Source: an optimization exercise on an open RTL-to-GDS flow (aim: small area, a short achievable clock period and few clock cycles). Production flows keep margins and buffers that such runs may drop. Only simulation tests tie the RTL to the original design; equivalence was not proved.

red:
// loop_sample_unit
module loop_sample_unit (
    input  wire        clk,
    input  wire        rst,
    input  wire        start,
    input  wire        first,
    input  wire        restart,
    input  wire [31:0] pv_raw,
    input  wire [31:0] target,
    output wire        ready,
    output reg         done,
    output reg  [31:0] out_val,
    output reg         limited,
    output reg  [4:0]  sat_cnt,
    output reg         mem_re,
    output reg  [6:0]  mem_raddr,
    input  wire [31:0] mem_rdata,
    output reg         mem_we,
    output reg  [6:0]  mem_waddr,
    output reg  [31:0] mem_wdata
);
For scale: roughly 79,000 um2 of cells after synthesis.
export LEC_CHECK = 0
export CAP_MARGIN = 20
export CORE_MARGIN = 2
export CORE_UTILIZATION = 40
export PLACE_DENSITY = 0.6
export SLEW_MARGIN = 20
create_clock -name core_clock -period 25.0 [get_ports {clk}]
standard.sh (not shown) runs the stock make flow with config.mk's settings and CLKGATE_MAP_FILE= SYNTH_SCRIPT=/design/flow/synth_recipe.tcl, a recipe that flattens the netlist after the stock synthesis.
==> flow/flow/run.sh <==
#!/bin/bash
# Layout flow: the standard synthesis and layout (standard.sh) with
# timing-driven global placement, timing repair aimed below the design's period
# (a setup margin; the constraints and the period are the standard flow's own) and port
# buffers that drive their pins quickly. Each step's full output goes to a log
# file of its own in the work folder.
set -euo pipefail
bash standard.sh synth > synth.log 2>&1
bash standard.sh SETUP_SLACK_MARGIN=18.6 \
    "BUFFER_PORTS_ARGS=-buffer_cell sky130_fd_sc_hd__buf_2" \
    GPL_TIMING_DRIVEN=1 \
    finish > layout.log 2>&1
Testbench counts of red, summed over its fixed seeds: cycles 13,377.
--- input diff red..blue ---
==> flow/flow/run.sh <==
#!/bin/bash
# Layout flow: the standard synthesis and layout (standard.sh) on a denser
# core, with timing repair aimed below the design's period (a setup margin; the
# constraints and the period are the standard flow's own) and port buffers that drive their
# pins quickly. Each step's full output goes to a log file of its own in the
# work folder.
set -euo pipefail
bash standard.sh synth > synth.log 2>&1
bash standard.sh SETUP_SLACK_MARGIN=18.6 \
    "BUFFER_PORTS_ARGS=-buffer_cell sky130_fd_sc_hd__buf_2" \
    CORE_UTILIZATION=50 \
    finish > layout.log 2>&1
[summary]
- blue closes out successfully: all stages finished, all timing, DRC and antenna checks passed.
- Going from red to blue, design area has decreased, final routed wirelength across all metal layers has increased, total placed instance area has decreased.
- Setup slack: blue more than red
- Diff red..blue | number of flip-flops and latches | unchanged
Relative to blue, the following input files were edited for green:
==> flow/flow/run.sh <==
#!/bin/bash
# Layout flow: the standard synthesis and layout (standard.sh), with timing
# repair aimed below the design's period (a setup margin; the constraints and
# the period are the standard flow's own) and port buffers that drive their pins quickly.
# Each step's full output goes to a log file of its own in the work folder.
set -euo pipefail
bash standard.sh synth > synth.log 2>&1
bash standard.sh SETUP_SLACK_MARGIN=18.6 \
    "BUFFER_PORTS_ARGS=-buffer_cell sky130_fd_sc_hd__buf_2" \
    finish > layout.log 2>&1
Results
green against blue: number of buffers created by CTS grew by 5; global routing usage summed across all routing layers shrank by 13 points.
Comparing blue and green, total of plain and repair buffers excluding clock buffers is higher on blue.
For die width, dividing the value from green by the value from blue gives 1.12.
Against blue, green comes in 0.94 points higher on synthesis-to-layout area growth.
Modified inputs, orange compared to green
diff --git a/flow/flow/run.sh b/flow/flow/run.sh
--- a/flow/flow/run.sh
+++ b/flow/flow/run.sh
@@ -3,3 +3,4 @@
 # repair aimed below the design's period (a setup margin; the constraints and
-# the period are the standard flow's own) and port buffers that drive their pins quickly.
+# the period are the standard flow's own), port buffers that drive their pins quickly, and
+# clock-tree sink clustering set explicitly (30 sinks within 60 um, one level).
 # Each step's full output goes to a log file of its own in the work folder.
@@ -9,2 +10,3 @@
     "BUFFER_PORTS_ARGS=-buffer_cell sky130_fd_sc_hd__buf_2" \
+    "CTS_ARGS=-sink_clustering_enable -repair_clock_nets -sink_clustering_size 30 -sink_clustering_max_diameter 60 -sink_clustering_levels 1" \
     finish > layout.log 2>&1
### Flow results
orange vs. green: post-route cell area has remained practically unchanged; total CTS buffers has decreased; count of vias placed by the detailed router has remained practically unchanged. As far as register share of the cell area is concerned, green and orange perform about the same. Of orange and green, the run reporting the higher count of cell instances traversed by the critical path was orange. Between green and orange, the utilization after layout does not differ in any meaningful way.
Inputs modified between orange and purple:
==> flow/flow/run.sh <==
#!/bin/bash
# Layout flow: the standard synthesis (with ABC's area script) and layout
# (standard.sh), with timing repair aimed below the design's period (a setup
# margin; the constraints and the period are the standard flow's own) and port buffers that
# drive their pins quickly. Each step's full output goes to a log file of its
# own in the work folder.
set -euo pipefail
bash standard.sh ABC_AREA=1 synth > synth.log 2>&1
bash standard.sh SETUP_SLACK_MARGIN=18.6 \
    "BUFFER_PORTS_ARGS=-buffer_cell sky130_fd_sc_hd__buf_2" \
    finish > layout.log 2>&1
Results
purple reached the end of the flow, and the finished layout is clean on the timing, design-rule and antenna checks. The final non-filler cell area was comparable across orange and purple. Max met1 layer usage reported by global route across orange and purple: purple. Compared to orange, purple has number of antenna violations at the first check in global routing about 80% higher. Going from orange to purple, the total routing resource utilization after global routing was found to have gone up by 11 points. Looking at number of nets in the layout, purple sits 1,207 higher than orange does. orange → purple: wire length of the first global-routing pass went up 120 mm; routed wire length saw an increase. Taking orange as 1.0, purple lands at 1.12 on via count of the routed design. Of the two values seen for worst setup path endpoint, bone[11] was produced by orange and xc[25] by purple. Compared with orange, purple has less setup slack.

---

loop_sample_unit, a different RTL version from the one above (not shown whole).
Size: about 8500 cells after synthesis, roughly 820 flip-flops, ~79000 sq um of cells after synthesis.
==> flow/config.mk <==
export PLATFORM = sky130hd
export DESIGN_NAME = loop_sample_unit
export DESIGN_NICKNAME = loop_sample_unit
export VERILOG_FILES = /design/flow/design.v
export SDC_FILE = /design/flow/constraint.sdc
export NUM_CORES = 8
export LEC_CHECK = 0
export CAP_MARGIN = 20
export CORE_MARGIN = 2
export CORE_UTILIZATION = 40
export PLACE_DENSITY = 0.6
export SLEW_MARGIN = 20
==> flow/constraint.sdc <==
create_clock -name core_clock -period 25.0 [get_ports {clk}]
set_input_delay 5.0000 -clock core_clock [delete_from_list [all_inputs] [get_ports {clk}]]
set_output_delay 5.0000 -clock core_clock [all_outputs]
set_load 0.01 [all_outputs]
==> flow/flow/run.sh <==
#!/bin/bash
# Layout flow: the standard synthesis and layout (standard.sh), with timing
# repair aimed below the design's period (a setup margin; the constraints and
# the period are the standard flow's own) and port buffers that drive their pins quickly.
# Each step's full output goes to a log file of its own in the work folder.
set -euo pipefail
bash standard.sh synth > synth.log 2>&1
bash standard.sh SETUP_SLACK_MARGIN=18.8 \
    "BUFFER_PORTS_ARGS=-buffer_cell sky130_fd_sc_hd__buf_2" \
    finish > layout.log 2>&1
The baseline passed the timing, design-rule and antenna checks.
Testbench counts at the start, summed over its fixed seeds: cycles 13,377.
Edit:
--- a/flow/flow/run.sh
+++ b/flow/flow/run.sh
@@ -4,2 +4,3 @@
-# the period are the standard flow's own) and port buffers that drive their pins quickly.
-# Each step's full output goes to a log file of its own in the work folder.
+# the period are the standard flow's own), port buffers that drive their pins quickly, and
+# a denser global placement. Each step's full output goes to a log file of its
+# own in the work folder.
@@ -8 +9 @@
-bash standard.sh SETUP_SLACK_MARGIN=18.8 \
+bash standard.sh SETUP_SLACK_MARGIN=18.6 \
@@ -9,0 +11 @@
+    PLACE_DENSITY=0.7 \
Sequential share of layout area barely changes.
Core utilization shrinks by 0.31 points.
Clock-buffer cell count drops by 10.

## re-timing with driven ports
The flow's constraints put no driver on any port. The routed layouts listed below were extracted and timed again, unchanged, in two steps.
Step 1 sets driving cells, clkbuf_16 on the clock port and buf_2 on the other inputs (assumed; they add their load-dependent delay and slew).
Step 2 times the ports against the registers' clock, not the clock port: input delays grow and output delays shrink by t, the midpoint of the rising clock arrivals with the driver on.
a / b / c = no drivers / after step 1 / after step 2; a / b = the first two.
| run | t, ns | setup WS [ns] | cell pins on the clock port's net |
|---|---|---|---|
| red | 0.863 | 18.581 / 18.489 / 17.857 | 1 |
| blue | 0.854 | 18.585 / 18.483 / 17.876 | 1 |
| green | 0.863 | 18.581 / 18.489 / 17.857 | 1 |
| orange | 0.857 | 18.505 / 18.469 / 17.734 | 1 |
| purple | 0.890 | 18.357 / 18.357 / 18.357 | 1 |
| the first run of note 2 | 0.881 | 18.552 / 18.464 / 18.238 | 1 |
| the second run of note 2 | 0.875 | 18.567 / 18.483 / 17.891 | 1 |
After both steps setup and hold are still met in every run listed. For orange, which loses most, drivers alone change the setup slack by -0.036 ns; drivers and shift together by -0.771 ns.
